Context: an optimization exercise on an open-source flow, tuned for small area, a short achievable clock period and few clock cycles. The choices shown serve that exercise and are no tape-out recipe.
Only simulation tests tie the RTL to the original design; equivalence was not proved.
No activity file was given, so power comes from the tool's default toggle rates.

## flow/design.v (module list and top-level ports; edited modules follow where they fit)
// module le_core: 869 lines
// module le_mul_tree: 1217 lines
module le_core (
    input  wire        clk,
    input  wire        rst,
    input  wire        start,
    output reg         ready,
    input  wire [31:0] err,
    input  wire [31:0] vff,
    input  wire [31:0] irail,
    input  wire [31:0] setpt,
    input  wire [31:0] dref,
    input  wire [6:0]  flags,
    input  wire [3:0]  prof,
    input  wire [31:0] dmaxq,
    input  wire [31:0] vinnom,
    input  wire [5:0]  upd_div,
    input  wire [8:0]  len,
    output wire [7:0]  imem_addr,
    input  wire [63:0] imem_data,
    output wire [8:0]  coef_addr,
    input  wire [36:0] coef_data,
    output reg         done,
    output reg  [1:0]  kind,
    output reg  [7:0]  addr,
    output reg  [9:0]  cyc,
    output reg         sat,
    output reg  [31:0] duty,
    output reg  [15:0] user
);
  // ...
==> flow/run.sh <==
#!/bin/bash
# synth_recipe.tcl (not shown) runs the flow's synth.tcl, then flattens the netlist and writes it again
# the make line also repeats each setting of config.mk as NAME=value (left out here)
make -C /OpenROAD-flow-scripts/flow DESIGN_CONFIG=/design/flow/config.mk WORK_HOME=/design/flow/orfs CLKGATE_MAP_FILE= SYNTH_SCRIPT=/design/flow/synth_recipe.tcl finish
==> flow/config.mk <==
export PLATFORM = sky130hd
export DESIGN_NAME = le_core
export DESIGN_NICKNAME = le_core
export VERILOG_FILES = /design/flow/design.v
export SDC_FILE = /design/flow/constraint.sdc
export NUM_CORES = 8
export LEC_CHECK = 0
export CAP_MARGIN = 20
export CELL_PAD_IN_SITES_DETAIL_PLACEMENT = 1
export CELL_PAD_IN_SITES_GLOBAL_PLACEMENT = 1
export CORE_MARGIN = 2
export CORE_UTILIZATION = 25
export CTS_CLUSTER_DIAMETER = 60
export CTS_CLUSTER_SIZE = 24
export PLACE_DENSITY = 0.45
export SLEW_MARGIN = 20
==> flow/constraint.sdc <==
create_clock -name core_clock -period 22.0 [get_ports {clk}]
set_input_delay 4.4000 -clock core_clock [delete_from_list [all_inputs] [get_ports {clk}]]
set_output_delay 4.4000 -clock core_clock [all_outputs]
set_load 0.01 [all_outputs]
==> summary.md, run 1 <==
| Metric | Value |
|---|---|
| Starting density of the core | 25.09% |
| Via density | 6.589 |
| Max reg flops | 2048 |
| Top Registers | z: 2048 flops, g: 512 flops |
| Row Count | 338 |
| Synth Area in XOR/XNOR | 4.296% |
| Yosys reg bits | 3696 |
| Synth top area cells | edfxtp_1 43%, a22oi_1 8.9%, dfxtp_1 6.3% |
| Max Buffers Root-to-Sink | 4 |
| Clock Power Share | 28.8% |
| PD cells | 105.1 nW/um^2 |
| Largest cell class | flip-flops and latches |
| CTS sink count | 3696 |
| Final setup fails | 0 |
| Synth Instances | 19940 |
| DR top layer | met5 |
| Pwr Total | 26220 uW |
| R2r endpoint | rs_sat$_DFFE_PP_ |
| Run status | finished clean |
| # nets final | 21200 |
| Seq/Total Area, Yosys | 49.08% |
| Area of the core | 847100 um^2 |
| Fin crit share | 39.80% |
| TritonRoute pass-1 iters | 12 |
| Worst skew pair latency | 1.15 ns |
| Clock Power | 7560 uW |
| Port Buffers | 441 |
| Die height | 926.1 um |
| I/O pins | 442 |
| Synth top area share | 42.80% |
Testbench counts, summed over its fixed seeds: cycles 20,660.
==> run 2, diff against run 1 <==
==> flow/flow/run.sh (new file) <==
#!/bin/bash
# Layout flow: the standard layout (standard.sh: the standard synthesis,
# floorplan, placement, CTS and routing, unchanged) with the resizer's setup
# margin raised, so that repair_timing also shortens paths that already meet
# the design's clock period. The SDC (clock period, input and output delays,
# loads) is the standard flow's own and is not changed.
set -euo pipefail
bash standard.sh SETUP_SLACK_MARGIN=15 finish > standard.log 2>&1
==> flow/standard.sh (new file) <==
#!/bin/bash
# synth_recipe.tcl (not shown) runs the flow's synth.tcl, then flattens the netlist and writes it again
# the make line also repeats each setting of config.mk as NAME=value (left out here)
make -C /OpenROAD-flow-scripts/flow DESIGN_CONFIG=/design/flow/config.mk WORK_HOME=/design/flow/orfs CLKGATE_MAP_FILE= SYNTH_SCRIPT=/design/flow/synth_recipe.tcl "${@:-finish}"
--- a/flow/config.mk
+++ b/flow/config.mk
@@ -6,5 +6,5 @@
 export NUM_CORES = 8
 export LEC_CHECK = 0
-export CAP_MARGIN = 20
+export CAP_MARGIN = 35
 export CELL_PAD_IN_SITES_DETAIL_PLACEMENT = 1
 export CELL_PAD_IN_SITES_GLOBAL_PLACEMENT = 1
@@ -14,3 +14,3 @@
 export CTS_CLUSTER_SIZE = 24
 export PLACE_DENSITY = 0.45
-export SLEW_MARGIN = 20
+export SLEW_MARGIN = 35
removed: flow/run.sh
==> summary.md, run 2 <==
| Metric | Value |
|---|---|
| Total GRT Usage | 33.49% (was 33.86%) |
| Slew @ Worst Pin | 1.188 ns (was 1.350 ns) |
| I/O pins | 442 (unchanged) |
| CTS sink count | 3696 (unchanged) |
| Worst skew pair latency | 1.18 ns (was 1.15 ns) |
| Overflow after GRT | 0 (unchanged) |
| Worst path depth | 14 (was 29) |
| Seq/Total Area, Yosys | 49.08% (unchanged) |
| Crit path time final | 7.377 ns (was 8.755 ns) |
| CTS tree | done (unchanged) |
| Buffer and inverter count on the worst path | 2 (unchanged) |
| Max Buffers Root-to-Sink | 4 (unchanged) |
| Largest net degree at the start of global routing | 129 (was 84) |
| Synthesis Warnings | 3 (unchanged) |
| Die height | 926.1 um (unchanged) |
| Via count | 208100 (was 209600) |
| Sequential cell area | 104400 um^2 (about the same) |
| Final wirelength | 1514000 um (was 1528000 um) |
| DRC Markers | 0 (unchanged) |
| Peak Freq | 135.5 MHz (was 114.2 MHz) |
| Slowest library cell on the worst path | nor2_4 (was buf_4) |
| Avg WL per Cell | 47.56 um (was 48.05 um) |
| CTS H-tree lvls | 5 (unchanged) |
| Hold_sp | ib[11]$_DFFE_PN_ (was ib[27]$_DFFE_PN_) |
| First-pass GRT wire length | 1952000 um (was 1969000 um) |
| WHS Endpoint | x_imm[11]$_DFF_P_ (was x_cop[1]$_DFF_P_) |
| Crit end category | flop (unchanged) |
| Fin crit share | 33.53% (was 39.80%) |
| Antenna-violating nets left | 0 (unchanged) |
| GPL Wtd Cong | 0.9400 (was 0.9607) |
| CTS Buf Count | 398 (was 404) |
| Final setup fails | 0 (unchanged) |
| Starting density of the core | 25.09% (unchanged) |
| Pwr Total | 26810 uW (was 26220 uW) |
| Synth cell types | 107 (unchanged) |
| Synth top area share | 42.80% (unchanged) |
| WHS | 0.3360 ns (was 0.3264 ns) |
| Multi-input logic area | 104500 um^2 (was 102700 um^2) |
| Slew margin rel. | 20.82% (was 9.810%) |
| Top delay family on crit path | simple AND/OR/NAND/NOR gates (was compound AO/OA/AOI/OAI gates) |
| Top Registers | z: 2048 flops, g: 512 flops (unchanged) |
| Area delta synth->final | 19.55% (was 17.44%) |
| Syn avg cell area | 10.66 um^2 (unchanged) |
| Critical path cell sequence | nor2_1 > nand2_1 > nor2_4 > buf_4 > buf_4 > a22oi_1 > nand4_1 > nor4_1 > nand2_1 > nor3_1 > mux2_2 > o211ai_1 > o21ai_0 > a21oi_1 |
| Initial antenna violation count | 271 (was 287) |
| Area of the core | 847100 um^2 (unchanged) |
| Startpoint Class | flop (unchanged) |
| PD cells | 105.5 nW/um^2 (was 105.1 nW/um^2) |
| RR Startpoint | ib_pb[3]$_DFFE_PN_ (was m_s[0]$_DFF_P_) |
| Layout cells sized above 1 | 14.68% (was 12.57%) |
| R2r setup slk | 14.62 ns (was 13.25 ns) |
| 1st-iter DRT viols | 39490 (was 39540) |
| Hold Path Stages | 0 (unchanged) |
| Clock skew | 0.1881 ns (was 0.1477 ns) |
| # nets final | 21290 (was 21200) |
| Max Cap Violations | 0 (unchanged) |
| Fraction of registers with async set/reset | 0% (unchanged) |
| List of most frequent post-synthesis cells | 3030 x edfxtp_1, 2525 x a22oi_1, 1838 x nand2_1 (unchanged) |
| Fillers | 92880 (was 93220) |
| CP max stage delay | 0.88 ns (was 0.68 ns) |
| Critical Path Fanout Max | 14 (was 49) |
| Most frequent cells in the layout | 3030 x edfxtp_1, 2524 x a22oi_1, 1806 x nand2_1, 1110 x nor2_1, 894 x a21oi_1 (was 3030 x edfxtp_1, 2525 x a22oi_1, 1814 x nand2_1, 1117 x nor2_1, 935 x buf_4) |
| Worst min-delay path class | flop to flop (unchanged) |
| Area leader, netlist | edfxtp_1 (unchanged) |
| Max reg flops | 2048 (unchanged) |
| Worst vdd ir | 0.1100 mV (was 0.09760 mV) |
| RSZ-0062 raised after global routing | true (was false) |
| Placed standard-cell area | 236000 um^2 (was 234800 um^2) |
| Synthesized cell area | 212600 um^2 (unchanged) |
| Count leader, synth | edfxtp_1 (unchanged) |
| Yosys reg bits | 3696 (unchanged) |
| Fin area | 254100 um^2 (was 249600 um^2) |
| Final Hold Viols | 0 (unchanged) |
| Number of global-route vias before repair | 193800 (was 195200) |
| Dominant synthesized flop cell | edfxtp_1 (unchanged) |
| Slew Limit Fails | 0 (unchanged) |
| Worst EP arrival | 8.19 ns (was 9.54 ns) |
| Fin Setup TNS | 0 ns (unchanged) |
| Post-synth EDFFs | 3030 (unchanged) |
| Die area | 857600 um^2 (unchanged) |
| Hpwl dp | 982800 um (was 997800 um) |
| Largest reg by FF count | z (unchanged) |
| Root buf cell | clkbuf_16 (unchanged) |
| Setup slack after layout | 14.62 ns (was 13.25 ns) |
| TritonRoute pass-1 iters | 14 (was 12) |
| R2r endpoint | opx[22]$_DFF_P_ (was rs_sat$_DFFE_PP_) |
| P_leak | 0.08766 uW (was 0.08599 uW) |
| Via density | 6.533 (was 6.589) |
| Port Buffers | 441 (unchanged) |
| WP data required | 22.81 ns (was 22.79 ns) |
| Worst R2R Path Depth | 14 (was 29) |
| Synth Instances | 19940 (unchanged) |
| Synth top area cells | edfxtp_1 43%, a22oi_1 8.9%, dfxtp_1 6.3% (unchanged) |
| DP Worst Slack | 12.98 ns (was 12.35 ns) |
| Row Count | 338 (unchanged) |
| Die W | 926.1 um (unchanged) |
| Run status | finished clean (unchanged) |
| Worst-path clk slew | 0.08 ns (was 0.06 ns) |
| Setup CP Type | flop to flop (unchanged) |
| Mapped Nets | 21120 (unchanged) |
| Leading cell type in the layout, fill and taps excluded | edfxtp_1 (unchanged) |
[run 2: metal layers]
metal / GRT usage [%] / part of all wire (%)
met3: 12.06 / 13
met1: 44.11 / 40
met4: 19.11 / 7.1
met2: 47.14 / 40
met5: 0.2875 / 0.078
[run 2: metrics by stage]
stage | cells | utilization [%]
floorplan | 19940 | -
finish | 31840 | 30.00
detailed placement | 30820 | 27.86
CTS | 31620 | 29.75
global route | 31690 | 29.95
global placement | 30770 | 27.70
[run 2: cell type report]
cell class / count / area share, %
multi-input cells: 14010 / 41.14
flip-flops and latches: 3696 / 41.10
repair buffers: 1486 / 5.594
well taps: 11220 / 5.524
clock buffers: 423 / 4.035
clock inverters: 323 / 1.646
inverters: 521 / 0.8016
diodes: 165 / 0.1625
[run 2: how the worst max path moves through the flow]
stage	start	endpoint
3_3_place_gp	coef_data[14]	m_r2[34]$_DFF_P_
6_report	ib_pb[3]$_DFFE_PN_	opx[22]$_DFF_P_
2_1_floorplan	coef_data[9]	m_r2[37]$_DFF_P_
3_5_place_dp	coef_data[14]	m_r2[34]$_DFF_P_
5_1_grt	m_r0[43]$_DFF_P_	rs_sat$_DFFE_PP_
4_1_cts	m_s[0]$_DFF_P_	rs_sat$_DFFE_PP_
[run 2: repair_timing]
action	in CTS	in global routing
hold buffers	0	0
pin swaps	23	71
gates resized for setup	257	214
endpoints found under the setup margin	455	233
cloned	13	12
setup buffers	40	41
[run 2: where the power goes]
group / switching, uW / internal, uW
Clock: 3730 / 3900
Sequential: 443 / 8100
Combinational: 7120 / 3510
Total: 11300 / 15500
[run 2: cell families after synthesis]
family                   count (synthesis)  synth area share [%]
AO/OA/AOI/OAI                         6428                 21.44
XOR/XNOR                              1041                 4.296
adder cells (fa/ha/maj)                823                 6.011
buffers and inverters                 2239                 4.021
flip-flops                            3696                 49.08
multiplexers                           667                 4.263
AND/OR/NAND/NOR                       5046                 10.90
[run 2: worst reg2reg max path, cell delays in order (launching register included)]
cell	delay (ns)
edfxtp_1	0.74
nor2_1	0.56
nand2_1	0.49
nor2_4	0.88
buf_4	0.55
buf_4	0.70
a22oi_1	0.24
nand4_1	0.21
nor4_1	0.08
nand2_1	0.63
nor3_1	0.40
mux2_2	0.37
o211ai_1	0.27
o21ai_0	0.27
a21oi_1	0.75
==> module le_core, before the edit <==
module le_core (
    input  wire        clk,
    input  wire        rst,
    input  wire        start,
    output reg         ready,
    input  wire [31:0] err,
    input  wire [31:0] vff,
    input  wire [31:0] irail,
    input  wire [31:0] setpt,
    input  wire [31:0] dref,
    input  wire [6:0]  flags,
    input  wire [3:0]  prof,
    input  wire [31:0] dmaxq,
    input  wire [31:0] vinnom,
    input  wire [5:0]  upd_div,
    input  wire [8:0]  len,
    output wire [7:0]  imem_addr,
    input  wire [63:0] imem_data,
    output wire [8:0]  coef_addr,
    input  wire [36:0] coef_data,
    output reg         done,
    output reg  [1:0]  kind,
    output reg  [7:0]  addr,
    output reg  [9:0]  cyc,
    output reg         sat,
    output reg  [31:0] duty,
    output reg  [15:0] user
);
    localparam KIND_END     = 2'd0;
    localparam KIND_OVERRUN = 2'd1;
    localparam KIND_INVALID = 2'd2;
    function [64:0] add65;
        input [64:0] a;
        input [64:0] b;
        input cin;
        reg [64:0] g, p, gg, pp;
        integer i, d;
        begin
            g = a & b;
            p = a ^ b;
            gg = g;
            pp = p;
            gg[0] = g[0] | (p[0] & cin);
            for (d = 1; d < 65; d = d * 2)
                for (i = 64; i >= 0; i = i - 1)
                    if (i >= d) begin
                        gg[i] = gg[i] | (pp[i] & gg[i - d]);
                        pp[i] = pp[i] & pp[i - d];
                    end
            add65 = p ^ {gg[63:0], cin};
        end
    endfunction
    function [64:0] add65c;
        input [64:0] a;
        input [64:0] b;
        input cin;
        reg [64:0] g, p, gg, pp;
        integer i, d;
        begin
            g = a & b;
            p = a ^ b;
            gg = g;
            pp = p;
            for (d = 1; d < 65; d = d * 2)
                for (i = 64; i >= 0; i = i - 1)
                    if (i >= d) begin
                        gg[i] = gg[i] | (pp[i] & gg[i - d]);
                        pp[i] = pp[i] & pp[i - d];
                    end
            add65c = p ^ {(gg[63:0] | (pp[63:0] & {64{cin}})), cin};
        end
    endfunction
    reg  [31:0] s_err, s_vff, s_irail, s_setpt, s_dref, s_dmaxq, s_vinnom;
    reg  [6:0]  s_flags;
    reg  [3:0]  s_prof;
    reg  [8:0]  s_len;
    reg  [10:0] s_dl;
    reg  [31:0] z [0:63];
    reg  [31:0] g [0:15];
    reg  [15:0] gvalid;
    reg  [31:0] duty_w;
    reg  [15:0] user_w;
    reg  [63:0] acc0, acc1;
    reg         acc0_o, acc1_o, acc0_s, acc1_s;
    reg         fn, fz, fsat;
    reg         act;              
    reg         exp_first;        
    reg  [8:0]  fa;               
    reg  [8:0]  faq;              
    reg         busv;             
    reg         ibv;
    reg         ib_first;
    reg  [63:0] ib;
    reg  [8:0]  ib_pc;
    reg         ib_ok;            
    reg         ib_isbr, ib_ise, ib_isst;
    reg  [6:0]  ib_p1a;           
    reg  [6:0]  ib_pa, ib_pb;     
    reg  [1:0]  ib_sel1, ib_sel2, ib_selx;   
    reg         ib_three;         
    reg         ib_ph;            
    reg  [10:0] cnum;             
    reg         ovr1_r, ovr2_r;   
    reg         last_mac_v, last_mac_a;
    reg  [3:0]  bv;
    reg  [3:0]  bs;               
    reg  [7:0]  btag [0:3];
    reg  [7:0]  btgt [0:3];
    reg  [1:0]  brr;
    reg         lp_v, lp_conf;
    reg  [7:0]  lp_pc;
    reg  [3:0]  lp_trip, lp_rcnt, lp_fcnt;
    reg         xv;               
    reg         xt;               
    reg  [1:0]  xt_kind;
    reg  [7:0]  xt_addr;
    reg  [10:0] x_ci;             
    reg  [31:0] op1, op2, opx;
    reg  [5:0]  x_cop;
    reg  [6:0]  x_dst;
    reg  [4:0]  x_sh;
    reg  [15:0] x_imm;
    reg         x_sa, x_sd;
    reg  [3:0]  x_mop;
    reg         x_ma;
    reg         x_isbr, x_vfy, x_takr, x_sense;
    reg  [3:0]  x_cond;
    reg  [7:0]  x_tgt;
    reg  [8:0]  x_pc;
    reg         wv;
    reg         w_old;            
    reg  [6:0]  w_dst;
    reg  [31:0] w_val;
    reg         mv;
    reg  [1:0]  m_op;             
    reg         m_a;
    reg         m_old;            
    reg         m_term;
    reg  [63:0] m_r0, m_r1, m_r2;
    reg  [4:0]  m_s;
    reg         rs_sat;           
    wire accept = start && ready;
    wire        x_maca;
    wire        c_n, c_z;
    reg         c_we;
    reg  [31:0] c_val;
    wire        x_dutyw;
    wire [63:0] b = imem_data;
    wire [3:0] b_mop = b[63:60];
    wire       b_ma  = b[59];
    wire [6:0] b_mx  = b[58:52];
    wire [4:0] b_mk  = b[51:47];
    wire [5:0] b_cop = b[31:26];
    wire       b_e   = b[25];
    wire [6:0] b_dst = b[24:18];
    wire [6:0] b_s1  = b[17:11];
    wire [6:0] b_s2  = b[10:4];
    wire [3:0] b_cond = b[23:20];
    wire [7:0] b_tgt = b[7:0];
    wire [8:0] len_eff = ready ? len : s_len;
    function readable;
        input [6:0] code;
        readable = (code < 7'h5A);
    endfunction
    function writable;
        input [6:0] code;
        writable = (code < 7'h50) || (code == 7'h57) || (code == 7'h5A);
    endfunction
    reg b_mac_ok, b_ctl_ok;
    always @* begin
        b_mac_ok = (b_mop <= 4'd6) && (b[46:32] == 15'd0) && readable(b_mx);
        if ((b_mop == 4'd0 || b_mop == 4'd4 || b_mop == 4'd5 || b_mop == 4'd6) && b_mk != 5'd0)
            b_mac_ok = 1'b0;
        if (b_mop == 4'd0 && (b_ma || b_mx != 7'd0))
            b_mac_ok = 1'b0;
        case (b_cop)
            6'h00: b_ctl_ok = (b_dst == 7'd0) && (b_s1 == 7'd0) && (b_s2 == 7'd0) && (b[3:0] == 4'd0);
            6'h01: b_ctl_ok = (b[3:0] == 4'd0) && (b_s2 == 7'd0) && readable(b_s1) && writable(b_dst);
            6'h02, 6'h03, 6'h04, 6'h05:
                   b_ctl_ok = (b[3:0] == 4'd0) && readable(b_s1) && readable(b_s2) && writable(b_dst);
            6'h06: b_ctl_ok = (b[3:0] == 4'd0) && (b_dst == 7'd0) && readable(b_s1) && readable(b_s2);
            6'h07, 6'h08:
                   b_ctl_ok = (b[3:0] == 4'd0) && (b[10:9] == 2'd0) && readable(b_s1) && writable(b_dst);
            6'h09, 6'h0A:
                   b_ctl_ok = (b[17:16] == 2'd0) && writable(b_dst);
            6'h0B: b_ctl_ok = (b[3:0] == 4'd0) && (b[15:9] == 7'd0) && writable(b_dst);
            6'h10: b_ctl_ok = !b_e && (b[19:8] == 12'd0) && (b_cond <= 4'hB) &&
                              ({1'b0, b_tgt} < len_eff);
            default: b_ctl_ok = 1'b0;
        endcase
    end
    wire b_ok  = b_mac_ok && b_ctl_ok && (faq < len_eff);
    wire b_ise = b_e && (b_cop != 6'h10);
    wire b_isst = (b_cop == 6'h0B);
    wire b_isbr = (b_cop == 6'h10);
    wire b_maca = (b_mop == 4'd4 || b_mop == 4'd5 || b_mop == 4'd6);
    wire b_sa   = b[17];
    wire [6:0] b_p1 = (b_cop == 6'h0A) ? b_dst : b_s1;
    wire b_n1 = (b_cop >= 6'h01 && b_cop <= 6'h08) || b_cop == 6'h0A;
    wire b_n2 = (b_cop >= 6'h02 && b_cop <= 6'h06);
    wire b_nx = (b_mop != 4'd0);
    wire b_k1 = b_n1 && (b_p1 < 7'h50);
    wire b_k2 = b_n2 && (b_s2 < 7'h50);
    wire b_kx = b_nx && (b_mx < 7'h50);
    wire [6:0] b_pa = b_k1 ? b_p1 : b_k2 ? b_s2 : b_mx;
    wire [6:0] b_pb = (b_k1 && b_k2) ? b_s2 : b_mx;
    wire [1:0] b_sel1 = b_k1 ? 2'd0 : 2'd2;
    wire [1:0] b_sel2 = b_k2 ? (b_k1 ? 2'd1 : 2'd0) : 2'd2;
    wire b_three = b_k1 && b_k2 && b_kx;
    wire [1:0] b_selx = !b_kx ? 2'd2 : (b_three || !(b_k1 || b_k2)) ? 2'd0 : 2'd1;
    wire [3:0] r_mop  = ib[63:60];
    wire       r_ma   = ib[59];
    wire [6:0] r_mx   = ib[58:52];
    wire [4:0] r_mk   = ib[51:47];
    wire [5:0] r_cop  = ib[31:26];
    wire [6:0] r_dst  = ib[24:18];
    wire [6:0] r_s2   = ib[10:4];
    wire       r_sa   = ib[17];
    wire       r_sense = ib[24];
    wire [3:0] r_cond = ib[23:20];
    wire [7:0] r_tgt  = ib[7:0];
    wire r_macm = (r_mop == 4'd1 || r_mop == 4'd2 || r_mop == 4'd3);
    wire r_maca = (r_mop == 4'd4 || r_mop == 4'd5 || r_mop == 4'd6);
    assign coef_addr = {s_prof, r_mk};
    function cond_eval;
        input [3:0] cnd;
        input [6:0] fl;
        input n, zf, sf;
        begin
            case (cnd)
                4'h0: cond_eval = 1'b1;
                4'h1: cond_eval = fl[0];
                4'h2: cond_eval = fl[1];
                4'h3: cond_eval = fl[2];
                4'h4: cond_eval = fl[3];
                4'h5: cond_eval = fl[4];
                4'h6: cond_eval = fl[5];
                4'h7: cond_eval = fl[0] | fl[1] | fl[2];
                4'h8: cond_eval = fl[6];
                4'h9: cond_eval = n;
                4'hA: cond_eval = zf;
                4'hB: cond_eval = sf;
                default: cond_eval = 1'b0;
            endcase
        end
    endfunction
    wire x_cnd     = cond_eval(x_cond, s_flags, fn, fz, fsat);
    wire x_taken   = (x_cnd == x_sense);
    wire x_squash  = xv && x_isbr && x_vfy && (x_taken != x_takr);
    wire [8:0] x_next = x_taken ? {1'b0, x_tgt} : x_pc + 9'd1;
    wire x_macm = xv && (x_mop == 4'd1 || x_mop == 4'd2 || x_mop == 4'd3);
    wire x_setnz = xv && (x_cop == 6'h02 || x_cop == 6'h03 || x_cop == 6'h06);
    wire r_v     = act && ibv && !x_squash;
    wire r_ast   = ib_isst && last_mac_v && (last_mac_a == r_sa);
    wire r_ovr   = ovr1_r || (ib_ok && r_ast && ovr2_r);
    wire r_inv   = !ovr1_r && !ib_ok;
    wire r_tblk  = xt && (ib_ise || r_ovr || r_inv);
    wire r_fail  = r_v && (r_ovr || r_inv) && !r_tblk;
    wire r_hz    = !ib_first && x_macm &&
                   ((ib_isst && x_ma == r_sa) ||
                    (ib_isbr && r_cond == 4'hB) ||
                    (r_maca && x_ma == r_ma));
    wire r_hold  = r_hz || (ib_three && !ib_ph);
    wire r_stall = r_v && (r_tblk || (!(r_ovr || r_inv) && r_hold));
    wire r_go    = r_v && !(r_ovr || r_inv) && !r_hold && !r_tblk;
    wire r_endE  = r_go && ib_ise;
    wire r_n = ib_first ? 1'b0 : x_setnz ? c_n : fn;
    wire r_z = ib_first ? 1'b0 : x_setnz ? c_z : fz;
    wire r_s = ib_first ? 1'b0 : fsat;
    wire r_cnd   = cond_eval(r_cond, s_flags, r_n, r_z, r_s);
    wire r_taken = ib_isbr && (r_cnd == r_sense);
    wire [8:0] r_pc1 = ib_pc + 9'd1;
    wire [8:0] r_next = ib_ise ? 9'd0 : r_taken ? {1'b0, r_tgt} : r_pc1;
    wire [8:0] nva   = busv ? faq : fa;      
    wire r_m0  = (nva == 9'd0);
    wire r_mt  = (nva == {1'b0, r_tgt});
    wire r_mnt = (nva == r_pc1);
    wire r_match = ib_ise ? r_m0 : r_taken ? r_mt : r_mnt;
    wire [3:0] bh;
    genvar gi;
    generate
        for (gi = 0; gi < 4; gi = gi + 1) begin : g_bh
            assign bh[gi] = bv[gi] && (btag[gi] == fa[7:0]);
        end
    endgenerate
    wire [7:0] bh_tgt = ({8{bh[0]}} & btgt[0]) | ({8{bh[1]}} & btgt[1]) |
                        ({8{bh[2]}} & btgt[2]) | ({8{bh[3]}} & btgt[3]);
    wire lp_fetch = lp_v && (fa[7:0] == lp_pc) && (|bh);
    wire lp_exit  = lp_fetch && lp_conf && (lp_fcnt == lp_trip);
    wire [8:0] fa_pred = ((|bh) && !lp_exit) ? {1'b0, bh_tgt} : fa + 9'd1;
    reg  [8:0] fa_n;
    reg        busv_n;
    reg        ibl;               
    reg        ibl_v;             
    reg        ibl_first;
    reg        expf_n;
    reg        fpred;             
    always @* begin
        fpred = 1'b1;
        fa_n = fa_pred;
        busv_n = 1'b1;
        ibl = 1'b1;
        ibl_v = 1'b0;
        ibl_first = exp_first;
        expf_n = exp_first;
        if (x_squash) begin
            fa_n = x_next;
            fpred = 1'b0;
            busv_n = 1'b0;
        end else if (!act || r_endE || r_fail) begin
            if (accept) begin
                ibl_first = 1'b1;
                if (busv && faq == 9'd0 && (act || fa == 9'd1)) begin
                    ibl_v = 1'b1;
                    expf_n = 1'b0;
                end else if (busv && faq == 9'd0) begin
                    ibl_v = 1'b1;
                    expf_n = 1'b0;
                    fa_n = 9'd1;
                    fpred = 1'b0;
                    busv_n = 1'b0;
                end else if (fa == 9'd0) begin
                    expf_n = 1'b1;
                end else begin
                    fa_n = 9'd0;
                    fpred = 1'b0;
                    busv_n = 1'b0;
                    expf_n = 1'b1;
                end
            end else begin
                fa_n = (fa == 9'd0) ? 9'd1 : 9'd0;
                fpred = 1'b0;
                busv_n = (fa == 9'd0);
            end
        end else if (!ibv) begin
            ibl_v = busv;
            if (busv)
                expf_n = 1'b0;
        end else if (r_stall) begin
            ibl = 1'b0;
            if (busv) begin
                fa_n = faq;
                fpred = 1'b0;
                busv_n = 1'b0;
            end
        end else begin
            ibl_first = 1'b0;
            if (r_match) begin
                ibl_v = busv;
            end else begin
                fa_n = r_next;
                fpred = 1'b0;
                busv_n = 1'b0;
            end
        end
    end
    assign imem_addr = fa[7:0];
    wire [31:0] flags_word = {20'd0, s_prof, 1'b0, s_flags};
    function [31:0] snap_rd;
        input [3:0] i;
        input [31:0] e0, e1, e2, e3, e4, e5, e7, e8, e9;
        case (i)
            4'h0: snap_rd = e0;
            4'h1: snap_rd = e1;
            4'h2: snap_rd = e2;
            4'h3: snap_rd = e3;
            4'h4: snap_rd = e4;
            4'h5: snap_rd = e5;
            4'h7: snap_rd = e7;
            4'h8: snap_rd = e8;
            4'h9: snap_rd = e9;
            default: snap_rd = 32'd0;
        endcase
    endfunction
    wire [6:0] pa1 = ib_p1a;
    wire [6:0] pa2 = r_s2;
    wire [6:0] pax = r_mx;
    reg [31:0] rfa, rfb;
    integer k;
    always @* begin
        rfa = 32'd0;
        rfb = 32'd0;
        for (k = 0; k < 64; k = k + 1) begin
            rfa = rfa | ({32{ib_pa == k}} & z[k]);
            rfb = rfb | ({32{ib_pb == k}} & z[k]);
        end
        for (k = 0; k < 16; k = k + 1) begin
            rfa = rfa | ({32{ib_pa == (64 + k) && gvalid[k] && !ib_first}} & g[k]);
            rfb = rfb | ({32{ib_pb == (64 + k) && gvalid[k] && !ib_first}} & g[k]);
        end
    end
    wire [31:0] sn1 = snap_rd(pa1[3:0], s_err, s_vff, s_irail, s_setpt, s_dref, flags_word, duty_w, s_dmaxq, s_vinnom);
    wire [31:0] sn2 = snap_rd(pa2[3:0], s_err, s_vff, s_irail, s_setpt, s_dref, flags_word, duty_w, s_dmaxq, s_vinnom);
    wire [31:0] snx = snap_rd(pax[3:0], s_err, s_vff, s_irail, s_setpt, s_dref, flags_word, duty_w, s_dmaxq, s_vinnom);
    wire [31:0] rd1_raw = ib_sel1[1] ? sn1 : ib_sel1[0] ? rfb : rfa;
    wire [31:0] rd2_raw = ib_sel2[1] ? sn2 : ib_sel2[0] ? rfb : rfa;
    wire [31:0] rdx_raw = ib_selx[1] ? snx : ib_selx[0] ? rfb : rfa;
    function fwdx;
        input [6:0] a;
        input first;
        input xv_, we_, dw_;
        input [6:0] dst_;
        fwdx = xv_ && ((we_ && dst_ == a && !(first && a[6] && !a[4])) || (dw_ && a == 7'h57));
    endfunction
    function fwdw;
        input [6:0] a;
        input first;
        input wv_, old_;
        input [6:0] dst_;
        fwdw = wv_ && dst_ == a && !(a[6] && (first || old_));
    endfunction
    wire [31:0] rd1_w = fwdw(pa1, ib_first, wv, w_old, w_dst) ? w_val : rd1_raw;
    wire [31:0] rd2_w = fwdw(pa2, ib_first, wv, w_old, w_dst) ? w_val : rd2_raw;
    wire [31:0] rdx_w = fwdw(pax, ib_first, wv, w_old, w_dst) ? w_val : rdx_raw;
    wire [31:0] rd1 = fwdx(pa1, ib_first, xv, c_we, x_dutyw, x_dst) ? c_val : rd1_w;
    wire [31:0] rd2 = fwdx(pa2, ib_first, xv, c_we, x_dutyw, x_dst) ? c_val : rd2_w;
    wire [31:0] rdx = fwdx(pax, ib_first, xv, c_we, x_dutyw, x_dst) ? c_val : rdx_w;
    wire [31:0] v1 = op1;
    wire [31:0] v2 = op2;
    wire [31:0] thm;
    generate
        for (gi = 0; gi < 32; gi = gi + 1) begin : g_thm
            assign thm[gi] = (gi >= x_sh);
        end
    endgenerate
    wire [63:0] acc0_v = !acc0_o ? acc0 : acc0_s ? {1'b1, 63'd0} : {1'b0, {63{1'b1}}};
    wire [63:0] acc1_v = !acc1_o ? acc1 : acc1_s ? {1'b1, 63'd0} : {1'b0, {63{1'b1}}};
    wire [63:0] acc_sel = x_sa ? acc1 : acc0;
    wire        acc_so  = x_sa ? acc1_o : acc0_o;
    wire        acc_ss  = x_sa ? acc1_s : acc0_s;
    wire [63:0] st_sh = acc_sel >> x_sh;
    wire [31:0] st_d = acc_sel[62:31] ^ {32{acc_sel[63]}};
    wire st_ovf = acc_so || |(st_d & thm);
    wire st_neg = acc_so ? acc_ss : acc_sel[63];
    wire [31:0] st_val = !st_ovf ? st_sh[31:0] :
                         st_neg ? 32'h80000000 : 32'h7FFFFFFF;
    wire [64:0] add_r = add65({{33{v1[31]}}, v1}, {{33{v2[31]}}, v2}, 1'b0);
    wire [64:0] sub_r = add65({{33{v1[31]}}, v1}, ~{{33{v2[31]}}, v2}, 1'b1);
    wire [32:0] add_exact = add_r[32:0];
    wire [32:0] sub_exact = sub_r[32:0];
    wire add_ovf = add_exact[32] != add_exact[31];
    wire sub_ovf = sub_exact[32] != sub_exact[31];
    wire [31:0] add_val = !add_ovf ? add_exact[31:0] :
                          add_exact[32] ? 32'h80000000 : 32'h7FFFFFFF;
    wire [31:0] sub_val = !sub_ovf ? sub_exact[31:0] :
                          sub_exact[32] ? 32'h80000000 : 32'h7FFFFFFF;
    wire [32:0] za = {v1[31], v1};
    wire [32:0] zb = {v2[31], v2};
    wire add_zero = ((za ^ zb) == {(za[31:0] | zb[31:0]), 1'b0});
    wire [31:0] shl_sh = v1 << x_sh;
    wire [31:0] shl_d;
    generate
        for (gi = 0; gi < 31; gi = gi + 1) begin : g_shd
            assign shl_d[gi] = v1[30 - gi] ^ v1[31];
        end
    endgenerate
    assign shl_d[31] = 1'b0;
    wire shl_ovf = |(shl_d & ~thm);
    wire [31:0] shl_val = !shl_ovf ? shl_sh :
                          v1[31] ? 32'h80000000 : 32'h7FFFFFFF;
    wire [31:0] shr_val = $signed(v1) >>> x_sh;
    wire lt = sub_exact[32];
    assign c_n = (x_cop == 6'h02) ? add_exact[32] : sub_exact[32];
    assign c_z = (x_cop == 6'h02) ? add_zero : (v1 == v2);
    reg c_sat;
    always @* begin
        c_we = 1'b0;
        c_val = 32'd0;
        c_sat = 1'b0;
        case (x_cop)
            6'h01: begin c_we = 1'b1; c_val = v1; end
            6'h02: begin c_we = 1'b1; c_val = add_val; c_sat = add_ovf; end
            6'h03: begin c_we = 1'b1; c_val = sub_val; c_sat = sub_ovf; end
            6'h04: begin c_we = 1'b1; c_val = lt ? v1 : v2; end
            6'h05: begin c_we = 1'b1; c_val = lt ? v2 : v1; end
            6'h07: begin c_we = 1'b1; c_val = shr_val; end
            6'h08: begin c_we = 1'b1; c_val = shl_val; c_sat = shl_ovf; end
            6'h09: begin c_we = 1'b1; c_val = {{16{x_imm[15]}}, x_imm}; end
            6'h0A: begin c_we = 1'b1; c_val = {x_imm, v1[15:0]}; end
            6'h0B: begin c_we = 1'b1; c_val = st_val; c_sat = st_ovf; end
            default: ;
        endcase
    end
    assign x_dutyw = (x_cop == 6'h0B) && x_sd;
    wire [63:0] xacc_in = x_ma ? acc1_v : acc0_v;
    wire        xa_sub  = (x_mop == 4'd6);
    wire [64:0] xa_a    = (x_mop == 4'd4) ? 65'd0 : {xacc_in[63], xacc_in};
    wire [64:0] xa_b    = {{33{opx[31]}}, opx} ^ {65{xa_sub}};
    wire [64:0] xa_exact = add65(xa_a, xa_b, xa_sub);
    wire xa_ovf = xa_exact[64] != xa_exact[63];
    wire [63:0] xa_res = xa_exact[63:0];
    assign x_maca = xv && (x_mop == 4'd4 || x_mop == 4'd5 || x_mop == 4'd6);
    wire [63:0] t_r0, t_r1, t_r2;
    le_mul_tree u_mul (.x(opx), .c(coef_data[31:0]), .r0(t_r0), .r1(t_r1), .r2(t_r2));
    wire        m_mul = (m_op == 2'd1);
    wire        m_sub = (m_op == 2'd3);
    wire [95:0] q0 = {32'hFFFFFFFF, m_r0};
    wire [95:0] q1 = {32'h00000000, m_r1};
    wire [95:0] q2 = {32'h00000000, m_r2};
    wire [95:0] ms = q0 ^ q1 ^ q2;
    wire [95:0] mc = {((q0[94:0] & q1[94:0]) | (q0[94:0] & q2[94:0]) | (q1[94:0] & q2[94:0])), 1'b0};
    wire [95:0] ms_sh = ms >> m_s;
    wire [95:0] mc_sh = mc >> m_s;
    reg  [30:0] lg, lp;
    integer li, ld;
    always @* begin
        lg = ms[30:0] & mc[30:0];
        lp = ms[30:0] ^ mc[30:0];
        for (ld = 1; ld < 31; ld = ld * 2)
            for (li = 30; li >= 0; li = li - 1)
                if (li >= ld) begin
                    lg[li] = lg[li] | (lp[li] & lg[li - ld]);
                    lp[li] = lp[li] & lp[li - ld];
                end
    end
    wire [31:0] lcar = {lg, 1'b0};                  
    wire        m_cs = lcar[m_s];
    wire [63:0] macc_in = m_a ? acc1_v : acc0_v;
    wire [64:0] m_aa = m_mul ? 65'd0 : {macc_in[63], macc_in};
    wire [64:0] m_ta = ms_sh[64:0] ^ {65{m_sub}};
    wire [64:0] m_tb = mc_sh[64:0] ^ {65{m_sub}};
    wire [64:0] m_s3 = m_aa ^ m_ta ^ m_tb;
    wire [64:0] m_c3 = {((m_aa[63:0] & m_ta[63:0]) | (m_aa[63:0] & m_tb[63:0]) | (m_ta[63:0] & m_tb[63:0])), m_sub};
    wire [64:0] mac_exact = add65c(m_s3, m_c3, m_cs ^ m_sub);
    wire m_ovf = mac_exact[64] != mac_exact[63];
    wire [63:0] mac_res = mac_exact[63:0];
    wire m_sat = mv && m_ovf;
    wire clr = (r_go || r_fail) && ib_first;
    wire [31:0] duty_fin = (xv && (x_dutyw || (c_we && x_dst == 7'h57))) ? c_val : duty_w;
    wire [15:0] user_fin = (xv && c_we && x_dst == 7'h5A) ? c_val[31:16] : user_w;
    wire fsat_nx = fsat || (xv && c_sat) || (x_maca && xa_ovf) || (m_sat && !m_old);
    wire [3:0] bm;
    generate
        for (gi = 0; gi < 4; gi = gi + 1) begin : g_bm
            assign bm[gi] = bv[gi] && (btag[gi] == ib_pc[7:0]);
        end
    endgenerate
    wire       bm_any = |bm;
    wire [1:0] bm_idx = bm[3] ? 2'd3 : bm[2] ? 2'd2 : bm[1] ? 2'd1 : 2'd0;
    wire       b_want = ib_ise || r_taken;
    wire [1:0] b_free = !bv[0] ? 2'd0 : !bv[1] ? 2'd1 : !bv[2] ? 2'd2 : !bv[3] ? 2'd3 : brr;
    wire [7:0] b_wtgt = ib_ise ? 8'd0 : r_tgt;
    wire lp_rbr  = r_go && ib_isbr && (r_cond != 4'h0);
    wire lp_rhit = lp_v && (ib_pc[7:0] == lp_pc);
    reg  [3:0] lp_rcnt_n;
    always @* begin
        lp_rcnt_n = lp_rcnt;
        if (lp_rbr && lp_rhit)
            lp_rcnt_n = r_taken ? ((lp_rcnt == 4'd15) ? 4'd15 : lp_rcnt + 4'd1) : 4'd0;
        else if (lp_rbr && r_taken && (r_tgt <= ib_pc[7:0]))
            lp_rcnt_n = 4'd1;
    end
    wire [10:0] cn1 = cnum + 11'd1;
    wire [10:0] cn2 = cnum + 11'd2;
    wire [10:0] cn3 = cnum + 11'd3;
    wire [10:0] cn4 = cnum + 11'd4;
    wire ge1 = (cn1 >= s_dl), ge2 = (cn2 >= s_dl), ge3 = (cn3 >= s_dl), ge4 = (cn4 >= s_dl);
    wire [10:0] xc1 = x_ci + 11'd1;
    wire [10:0] xc2 = x_ci + 11'd2;
    wire [10:0] xc3 = x_ci + 11'd3;
    wire xg1 = (xc1 >= s_dl), xg2 = (xc2 >= s_dl), xg3 = (xc3 >= s_dl);
    wire acc_dl0 = (upd_div == 6'd0);
    reg [10:0] cnum_n;
    reg        lmv_n, lma_n;
    reg        ovr1_n, ovr2_n;
    always @* begin
        cnum_n = cnum;
        lmv_n = last_mac_v;
        lma_n = last_mac_a;
        ovr1_n = ovr1_r;
        ovr2_n = ovr2_r;
        if (accept) begin
            cnum_n = 11'd0;
            lmv_n = 1'b0;
            ovr1_n = acc_dl0;
            ovr2_n = acc_dl0;
        end else if (x_squash) begin
            cnum_n = x_taken ? xc2 : xc1;
            lmv_n = (x_mop != 4'd0);
            lma_n = x_ma;
            ovr1_n = x_taken ? xg2 : xg1;
            ovr2_n = x_taken ? xg3 : xg2;
        end else if (r_go) begin
            cnum_n = r_taken ? (r_ast ? cn3 : cn2) : (r_ast ? cn2 : cn1);
            lmv_n = (r_mop != 4'd0);
            lma_n = r_ma;
            ovr1_n = r_taken ? (r_ast ? ge3 : ge2) : (r_ast ? ge2 : ge1);
            ovr2_n = r_taken ? (r_ast ? ge4 : ge3) : (r_ast ? ge3 : ge2);
        end
    end
    wire act_n = accept || (act && !(r_endE || r_fail));
    wire nr_hold = r_stall;                       
    wire nr_ise  = nr_hold ? ib_ise  : b_ise;
    wire nr_ok   = nr_hold ? ib_ok   : b_ok;
    wire nr_isst = nr_hold ? ib_isst : b_isst;
    wire nr_sa   = nr_hold ? r_sa    : b_sa;
    wire nr_maca = nr_hold ? r_maca  : b_maca;
    wire nr_ma   = nr_hold ? r_ma    : b_ma;
    wire nr_three = nr_hold ? 1'b0 : b_three;
    wire nr_load0 = act && !x_squash && !(r_endE || r_fail) && busv && (!ibv || (r_go && r_match));
    wire nr_first = nr_hold ? ib_first : (!ibv && exp_first);
    wire nx_macm = r_go && r_macm;                
    wire nx_vfy  = r_go && ib_isbr && (r_cond == 4'hB);
    wire nr_ast  = nr_isst && lmv_n && (lma_n == nr_sa);
    wire nr_ovr  = ovr1_n || (nr_ast && ovr2_n);
    wire nr_hz   = !nr_first && nx_macm &&
                   ((nr_isst && r_ma == nr_sa) || (nr_maca && r_ma == nr_ma));
    wire act_a0 = act && !(r_endE || r_fail);
    wire ready_a0 = !act_a0 ||
                    ((nr_hold || nr_load0) && nr_ise && nr_ok && !nr_ovr && !nr_hz &&
                     !nr_three && !nx_vfy && !x_squash);
    wire ready_n = (start && ready) ? 1'b0 : ready_a0;
    wire [31:0] w_wd = w_val & {32{!rst}};
    integer i;
    always @(posedge clk) begin
        for (i = 0; i < 64; i = i + 1)
            if (rst || (wv && w_dst == i))
                z[i] <= w_wd;
        for (i = 0; i < 16; i = i + 1)
            if (wv && !w_old && w_dst == 64 + i)
                g[i] <= w_val;
    end
    always @(posedge clk) begin
        if (ready) begin
            s_err <= err;
            s_vff <= vff;
            s_irail <= irail;
            s_setpt <= setpt;
            s_dref <= dref;
            s_dmaxq <= dmaxq;
            s_vinnom <= vinnom;
        end
        if (ibl) begin
            ib <= b;
            ib_pc <= faq;
            ib_ok <= b_ok;
            ib_isbr <= b_isbr;
            ib_ise <= b_ise;
            ib_isst <= b_isst;
            ib_p1a <= b_p1;
            ib_pb <= b_pb;
            ib_sel1 <= b_sel1;
            ib_sel2 <= b_sel2;
            ib_selx <= b_selx;
            ib_three <= b_three;
        end
        if (ibl)
            ib_pa <= b_pa;
        else if (ib_three && !ib_ph)
            ib_pa <= r_mx;
        xt_kind <= r_ovr ? KIND_OVERRUN : r_inv ? KIND_INVALID : KIND_END;
        xt_addr <= ib_pc[7:0];
        x_ci <= cnum + {10'd0, r_ast};
        if (!ib_ph) begin
            op1 <= rd1;
            op2 <= rd2;
        end
        opx <= rdx;
        x_cop <= r_cop;
        x_dst <= r_dst;
        x_sh <= ib[8:4];
        x_imm <= ib[15:0];
        x_sa <= r_sa;
        x_sd <= ib[16];
        x_mop <= r_mop;
        x_ma <= r_ma;
        x_isbr <= ib_isbr;
        x_vfy <= (r_cond == 4'hB);
        x_takr <= r_taken;
        x_sense <= r_sense;
        x_cond <= r_cond;
        x_tgt <= r_tgt;
        x_pc <= ib_pc;
        w_dst <= x_dst;
        w_val <= c_val;
        m_op <= x_mop[1:0];
        m_a <= x_ma;
        m_r0 <= t_r0;
        m_r1 <= t_r1;
        m_r2 <= t_r2;
        m_s <= coef_data[36:32];
        if (xt) begin
            kind <= xt_kind;
            addr <= xt_addr;
            cyc <= (xt_kind == KIND_END) ? x_ci[9:0] + 10'd1 : 10'd0;
            rs_sat <= fsat_nx;
        end
        if (m_term) begin
            sat <= rs_sat || m_sat;
        end
    end
    always @(posedge clk) begin
        if (rst) begin
            act <= 1'b0;
            ready <= 1'b0;
            exp_first <= 1'b0;
            fa <= 9'd0;
            faq <= 9'd0;
            busv <= 1'b0;
            ibv <= 1'b0;
            ib_first <= 1'b0;
            ib_ph <= 1'b0;
            cnum <= 11'd0;
            ovr1_r <= 1'b0;
            ovr2_r <= 1'b0;
            last_mac_v <= 1'b0;
            last_mac_a <= 1'b0;
            bv <= 4'd0;
            bs <= 4'd0;
            lp_v <= 1'b0;
            lp_conf <= 1'b0;
            lp_trip <= 4'd0;
            lp_rcnt <= 4'd0;
            lp_fcnt <= 4'd0;
            brr <= 2'd0;
            xv <= 1'b0;
            xt <= 1'b0;
            wv <= 1'b0;
            w_old <= 1'b0;
            mv <= 1'b0;
            m_term <= 1'b0;
            m_old <= 1'b0;
            done <= 1'b0;
            gvalid <= 16'd0;
            fn <= 1'b0;
            fz <= 1'b0;
            fsat <= 1'b0;
            acc0 <= 64'd0;
            acc1 <= 64'd0;
            acc0_o <= 1'b0;
            acc1_o <= 1'b0;
            acc0_s <= 1'b0;
            acc1_s <= 1'b0;
            duty_w <= 32'd0;
            user_w <= 16'd0;
            duty <= 32'd0;
            user <= 16'd0;
            s_flags <= 7'd0;
            s_prof <= 4'd0;
            s_len <= 9'd0;
            s_dl <= 11'd0;
        end else begin
            if (ready) begin
                s_flags <= flags;
                s_prof <= prof;
                s_len <= len;
                s_dl <= upd_div * 11'd25;
            end
            act <= act_n;
            ready <= ready_n;
            fa <= fa_n;
            faq <= fa;
            busv <= busv_n;
            exp_first <= expf_n;
            if (ibl) begin
                ibv <= ibl_v;
                ib_first <= ibl_first;
                ib_ph <= 1'b0;
            end else if (ib_three && !ib_ph) begin
                ib_ph <= 1'b1;
            end
            if (x_squash)
                ibv <= 1'b0;
            cnum <= cnum_n;
            last_mac_v <= lmv_n;
            last_mac_a <= lma_n;
            ovr1_r <= ovr1_n;
            ovr2_r <= ovr2_n;
            lp_rcnt <= lp_rcnt_n;
            if (lp_rbr && lp_rhit && !r_taken) begin
                lp_trip <= lp_rcnt;
                lp_conf <= (lp_rcnt == lp_trip) && (lp_rcnt != 4'd15);
            end else if (lp_rbr && !lp_rhit && r_taken && (r_tgt <= ib_pc[7:0])) begin
                lp_v <= 1'b1;
                lp_pc <= ib_pc[7:0];
                lp_trip <= 4'd0;
                lp_conf <= 1'b0;
            end
            if (!fpred)
                lp_fcnt <= lp_rcnt_n;
            else if (lp_fetch)
                lp_fcnt <= lp_exit ? 4'd0 : ((lp_fcnt == 4'd15) ? 4'd15 : lp_fcnt + 4'd1);
            if (r_go) begin
                if (b_want) begin
                    if (bm_any) begin
                        btgt[bm_idx] <= b_wtgt;
                        bs[bm_idx] <= 1'b1;
                    end else begin
                        bv[b_free] <= 1'b1;
                        bs[b_free] <= 1'b0;
                        btag[b_free] <= ib_pc[7:0];
                        btgt[b_free] <= b_wtgt;
                        if (&bv)
                            brr <= brr + 2'd1;
                    end
                end else if (bm_any) begin
                    if (ib_isbr && bs[bm_idx])
                        bs[bm_idx] <= 1'b0;
                    else
                        bv[bm_idx] <= 1'b0;
                end
            end
            xv <= r_go;
            xt <= r_fail || r_endE;
            wv <= xv && c_we && (x_dst < 7'h50);
            w_old <= clr;
            mv <= x_macm;
            m_term <= xt;
            m_old <= clr;
            if (wv && !w_old && w_dst[6] && !w_dst[4])
                gvalid[w_dst[3:0]] <= 1'b1;
            if (xv && c_we && x_dst == 7'h57)
                duty_w <= c_val;
            if (xv && c_we && x_dst == 7'h5A)
                user_w <= c_val[31:16];
            if (xv && x_dutyw)
                duty_w <= c_val;
            if (x_setnz) begin
                fn <= c_n;
                fz <= c_z;
            end
            fsat <= fsat_nx;
            if (x_maca) begin
                if (x_ma) begin
                    acc1 <= xa_res;
                    acc1_o <= xa_ovf;
                    acc1_s <= xa_exact[64];
                end else begin
                    acc0 <= xa_res;
                    acc0_o <= xa_ovf;
                    acc0_s <= xa_exact[64];
                end
            end
            if (xt) begin
                if (xt_kind == KIND_END) begin
                    duty <= duty_fin;
                    user <= user_fin;
                end else begin
                    duty_w <= duty;
                    user_w <= user;
                end
            end
            if (mv && !m_old) begin
                if (m_a) begin
                    acc1 <= mac_res;
                    acc1_o <= m_ovf;
                    acc1_s <= mac_exact[64];
                end else begin
                    acc0 <= mac_res;
                    acc0_o <= m_ovf;
                    acc0_s <= mac_exact[64];
                end
            end
            done <= m_term;
            if (clr) begin
                gvalid <= 16'd0;
                fn <= 1'b0;
                fz <= 1'b0;
                fsat <= 1'b0;
                acc0 <= 64'd0;
                acc1 <= 64'd0;
                acc0_o <= 1'b0;
                acc1_o <= 1'b0;
                acc0_s <= 1'b0;
                acc1_s <= 1'b0;
            end
        end
    end
endmodule
==> run 3, diff against run 2 <==
--- a/flow/design.v
+++ b/flow/design.v
@@ -96,5 +96,6 @@
     reg         ib_isbr, ib_ise, ib_isst;
     reg  [6:0]  ib_p1a;           
-    reg  [6:0]  ib_pa, ib_pb;     
+    reg  [9:0]  ib_pah, ib_pbh;
+    reg  [7:0]  ib_pal, ib_pbl;
     reg  [1:0]  ib_sel1, ib_sel2, ib_selx;   
     reg         ib_three;         
@@ -196,4 +197,16 @@
     wire b_maca = (b_mop == 4'd4 || b_mop == 4'd5 || b_mop == 4'd6);
     wire b_sa   = b[17];
+    function [9:0] dec_h;
+        input [6:0] code;
+        integer j;
+        for (j = 0; j < 10; j = j + 1)
+            dec_h[j] = (code[6:3] == j);
+    endfunction
+    function [7:0] dec_l;
+        input [6:0] code;
+        integer j;
+        for (j = 0; j < 8; j = j + 1)
+            dec_l[j] = (code[2:0] == j);
+    endfunction
     wire [6:0] b_p1 = (b_cop == 6'h0A) ? b_dst : b_s1;
     wire b_n1 = (b_cop >= 6'h01 && b_cop <= 6'h08) || b_cop == 6'h0A;
@@ -382,10 +395,10 @@
         rfb = 32'd0;
         for (k = 0; k < 64; k = k + 1) begin
-            rfa = rfa | ({32{ib_pa == k}} & z[k]);
-            rfb = rfb | ({32{ib_pb == k}} & z[k]);
+            rfa = rfa | ({32{ib_pah[k / 8] && ib_pal[k % 8]}} & z[k]);
+            rfb = rfb | ({32{ib_pbh[k / 8] && ib_pbl[k % 8]}} & z[k]);
         end
         for (k = 0; k < 16; k = k + 1) begin
-            rfa = rfa | ({32{ib_pa == (64 + k) && gvalid[k] && !ib_first}} & g[k]);
-            rfb = rfb | ({32{ib_pb == (64 + k) && gvalid[k] && !ib_first}} & g[k]);
+            rfa = rfa | ({32{ib_pah[8 + k / 8] && ib_pal[k % 8] && gvalid[k] && !ib_first}} & g[k]);
+            rfb = rfb | ({32{ib_pbh[8 + k / 8] && ib_pbl[k % 8] && gvalid[k] && !ib_first}} & g[k]);
         end
     end
@@ -639,5 +652,6 @@
             ib_isst <= b_isst;
             ib_p1a <= b_p1;
-            ib_pb <= b_pb;
+            ib_pbh <= dec_h(b_pb);
+            ib_pbl <= dec_l(b_pb);
             ib_sel1 <= b_sel1;
             ib_sel2 <= b_sel2;
@@ -645,8 +659,11 @@
             ib_three <= b_three;
         end
-        if (ibl)
-            ib_pa <= b_pa;
-        else if (ib_three && !ib_ph)
-            ib_pa <= r_mx;
+        if (ibl) begin
+            ib_pah <= dec_h(b_pa);
+            ib_pal <= dec_l(b_pa);
+        end else if (ib_three && !ib_ph) begin
+            ib_pah <= dec_h(r_mx);
+            ib_pal <= dec_l(r_mx);
+        end
         xt_kind <= r_ovr ? KIND_OVERRUN : r_inv ? KIND_INVALID : KIND_END;
         xt_addr <= ib_pc[7:0];
==> summary.md, run 3 <==
| Metric | Value |
|---|---|
| Run status | finished clean (unchanged) |
| Post-synth EDFFs | 3052 (was 3030) |
| Simple-gate share of the synthesized area | 11.40% (was 10.90%) |
| Row Count | 340 (was 338) |
| Synth Instances | 20270 (was 19940) |
| Die area | 865500 um^2 (was 857600 um^2) |
| R2r endpoint | rs_sat$_DFFE_PP_ (was opx[22]$_DFF_P_) |
| Die height | 930.3 um (was 926.1 um) |
| Largest family of logic cells by synthesized area | compound AO/OA/AOI/OAI gates (unchanged) |
| Synth top area cells | edfxtp_1 43%, a22oi_1 7.4%, dfxtp_1 6.2% (was edfxtp_1 43%, a22oi_1 8.9%, dfxtp_1 6.3%) |
| RSZ-0062 raised after global routing | true (unchanged) |
| P_leak | 0.09053 uW (was 0.08766 uW) |
| Synthesis Warnings | 3 (unchanged) |
| Crit end category | flop (unchanged) |
| Slew Limit Fails | 0 (unchanged) |
| Synth Area in XOR/XNOR | 4.213% (was 4.296%) |
| CTS Buf Count | 429 (was 398) |
| Number of global-route vias before repair | 196800 (was 193800) |
| Root buf cell | clkbuf_16 (unchanged) |
| Mapped Nets | 21440 (was 21120) |
| Setup CP Type | input port to flop (was flop to flop) |
| GPL Wtd Cong | 0.9898 (was 0.9400) |
| CTS sink count | 3718 (was 3696) |
| Starting density of the core | 25.05% (was 25.09%) |
| Compound-Gate Fraction of Synth Area | 21.50% (was 21.44%) |
| Via count | 212900 (was 208100) |
| Seq/Total Area, Yosys | 48.94% (was 49.08%) |
| I/O pins | 442 (unchanged) |
| Initial antenna violation count | 263 (was 271) |
| Max reg flops | 2048 (unchanged) |
| Slew margin rel. | 20.08% (was 20.82%) |
| Max Buffers Root-to-Sink | 4 (unchanged) |
| Hold Path Stages | 0 (unchanged) |
| Largest reg by FF count | z (unchanged) |
| Antenna-violating nets left | 0 (unchanged) |
| TritonRoute pass-1 iters | 12 (was 14) |
| Dominant synthesized flop cell | edfxtp_1 (unchanged) |
| Peak Freq | 140.8 MHz (was 135.5 MHz) |
| Top Registers | z: 2048 flops, g: 512 flops (unchanged) |
| WP data required | 22.77 ns (was 22.81 ns) |
| List of most frequent post-synthesis cells | 3052 x edfxtp_1, 2107 x a22oi_1, 1738 x nand2_1 (was 3030 x edfxtp_1, 2525 x a22oi_1, 1838 x nand2_1) |
| Worst vdd ir | 0.2241 mV (was 0.1100 mV) |
| Overflow after GRT | 0 (unchanged) |
| Final Hold Viols | 0 (unchanged) |
| Largest net degree at the start of global routing | 97 (was 129) |
| Synth Area in Adders | 5.935% (was 6.011%) |
| R2r setup slk | 15.05 ns (was 14.62 ns) |
| Die W | 930.3 um (was 926.1 um) |
| DP Worst Slack | 13.13 ns (was 12.98 ns) |
| Filler-free cell count of the finished design | 32570 (was 31840) |
| # nets final | 21500 (was 21290) |
| Worst EP arrival | 7.87 ns (was 8.19 ns) |
| RR Startpoint | m_r1[60]$_DFF_P_ (was ib_pb[3]$_DFFE_PN_) |
| WHS Endpoint | x_dst[1]$_DFF_P_ (was x_imm[11]$_DFF_P_) |
| Port Buffers | 441 (unchanged) |
| Synthesized cell area | 214500 um^2 (was 212600 um^2) |
| Final setup fails | 0 (unchanged) |
| Synth top area share | 42.72% (was 42.80%) |
| Worst-path clk slew | 0.08 ns (about the same) |
| Area delta synth->final | 19.74% (was 19.55%) |
| Clock skew | 0.1981 ns (was 0.1881 ns) |
| PD cells | 111.4 nW/um^2 (was 105.5 nW/um^2) |
| Worst min-delay path class | flop to flop (unchanged) |
| Synth cell types | 108 (was 107) |
| Startpoint Class | input port (was flop) |
| Hpwl dp | 1071000 um (was 982800 um) |
| Most frequent cells in the layout | 3052 x edfxtp_1, 2105 x a22oi_1, 1708 x nand2_1, 1369 x nor2_1, 1054 x a21oi_1 (was 3030 x edfxtp_1, 2524 x a22oi_1, 1806 x nand2_1, 1110 x nor2_1, 894 x a21oi_1) |
| Yosys reg bits | 3718 (was 3696) |
| CTS tree | done (unchanged) |
| Worst skew pair latency | 1.21 ns (was 1.18 ns) |
| Avg WL per Cell | 48.98 um (was 47.56 um) |
| Via density | 6.538 (was 6.533) |
| Max Cap Violations | 0 (unchanged) |
| Hold Buf Count CTS | 0 (unchanged) |
| Fraction of registers with async set/reset | 0% (unchanged) |
| Setup slack after layout | 14.90 ns (was 14.62 ns) |
| Mux contribution to synthesized area | 3.741% (was 4.263%) |
| CTS H-tree lvls | 5 (unchanged) |
| 1st-iter DRT viols | 41460 (was 39490) |
| Worst R2R Path Depth | 24 (was 14) |
| Total GRT Usage | 34.93% (was 33.49%) |
| Count leader, synth | edfxtp_1 (unchanged) |
| Crit path time final | 7.104 ns (was 7.377 ns) |
| Slew @ Worst Pin | 1.199 ns (was 1.188 ns) |
| First-pass GRT wire length | 2027000 um (was 1952000 um) |
| Syn avg cell area | 10.58 um^2 (was 10.66 um^2) |
| Post-Place Cells | 31260 (was 30820) |
| Layout cells sized above 1 | 14.69% (was 14.68%) |
| Final wirelength | 1595000 um (was 1514000 um) |
| Hold_sp | ib[19]$_DFFE_PN_ (was ib[11]$_DFFE_PN_) |
| DRC Markers | 0 (unchanged) |
| Area leader, netlist | edfxtp_1 (unchanged) |
| Leading cell type in the layout, fill and taps excluded | edfxtp_1 (unchanged) |
| Area of the core | 856300 um^2 (was 847100 um^2) |
| Fin crit share | 32.29% (was 33.53%) |
| Fin Setup TNS | 0 ns (unchanged) |
| Critical Path Fanout Max | 33 (was 14) |
run 3: layout make-up:
type | instances | area [um^2]
sequential | 3718 | 105100
clock buffer | 470 | 11180
timing repair buffer | 1455 | 13580
tap | 11460 | 14340
multi-input combinational | 14150 | 105200
clock inverter | 343 | 4229
inverter | 576 | 2252
antenna | 406 | 1016
timing repair inverter | 1 | 11.26
fill | 94320 | 599500
run 3: what timing repair did:
item,in CTS,in global routing
buffers inserted,19,44
endpoints found under the setup margin,532,244
resized for setup,221,262
gates cloned,4,16
pin swaps,14,54
run 3: worst max-delay path by stage:
stage                                 from             endpoint  depth (start not counted)
after floorplan              coef_data[11]     m_r2[35]$_DFF_P_                         13
after CTS                 m_r1[41]$_DFF_P_     rs_sat$_DFFE_PP_                         28
after global placement       coef_data[17]     m_r2[33]$_DFF_P_                         13
final                                  rst  z[14][12]$_DFFE_PP_                          7
after detailed placement     coef_data[17]     m_r2[37]$_DFF_P_                         13
after global routing      m_r1[40]$_DFF_P_      fsat$_SDFF_PP0_                         29
run 3: worst max-delay path, cell delays in order:
cell     delay (ns)
buf_8          0.14
inv_6          0.56
buf_6          0.65
buf_4          0.69
o21ai_4        0.32
buf_4          0.32
buf_4          0.43
run 3: logic make-up after synthesis:
family | count (synthesis)
compound gates | 6436
simple gates | 5258
flops | 3718
buf+inv | 2408
xor+xnor | 1031
mux | 598
fa+ha+maj | 819
run 3: power breakdown:
| group | internal (uW) | switching (uW) | total (uW) |
|---|---|---|---|
| sequential | 8150 | 478 | 8630 |
| clock | 4180 | 3840 | 8020 |
| combinational | 3740 | 8230 | 12000 |
run 3: per-layer routing:
metal  track usage, %  up-vias  wire length (um)
met1            44.65   110000            612400
met2            48.99    19060            641900
li1                 -    78900                 -
met3            13.08     4928            207800
met4            22.98       82            132300
met5           0.3293        -              1028
run 3: per-stage QoR:
stage / util [%] / hold WS [ns] / power [uW] / area (um^2)
6_report: 29.99 / 0.3414 / 28620 / 256900
5_1_grt: 29.93 / 0.3514 / 29350 / 256300
4_1_cts: 29.64 / 0.3371 / 28140 / 253800
3_5_place_dp: 27.70 / 0.3285 / 20040 / 237200
3_3_place_gp: 27.58 / 0.3254 / 19990 / 236200
2_1_floorplan: - / 0.3233 / 14700 / 215400
Testbench counts of run 3, summed over its fixed seeds: cycles 20,660.

[afterwards: timing with drivers on the ports]
The results above use ideal ports. As a check the final layouts listed here were re-extracted and re-timed, cells and wires unchanged. Step 1 sets driving cells, clkbuf_16 on the clock port and buf_2 on the other inputs (assumed; they add their load-dependent delay and slew). Step 2 moves the port delays by t, midway between the first and last clock arrival at a register: inputs arrive t later, outputs are due t later. That takes back most of the time a late clock gives input paths. Slacks: ideal ports / drivers / drivers and shift; pairs: ideal ports / drivers.
run	t, ns	setup slack, ns	hold WS [ns]	worst data-port slew with drivers (ns)
run 1	1.257	13.245 / 13.245 / 12.364	0.326 / 0.326 / 0.326	0.33
run 2	1.252	14.623 / 14.623 / 13.709	0.336 / 0.336 / 0.336	0.41
run 3	1.263	14.896 / 14.779 / 13.516	0.341 / 0.341 / 0.341	0.61
After both steps every run listed still meets setup and hold. For run 3, which loses most, drivers alone change the setup slack by -0.117 ns; drivers and shift together by -1.380 ns.
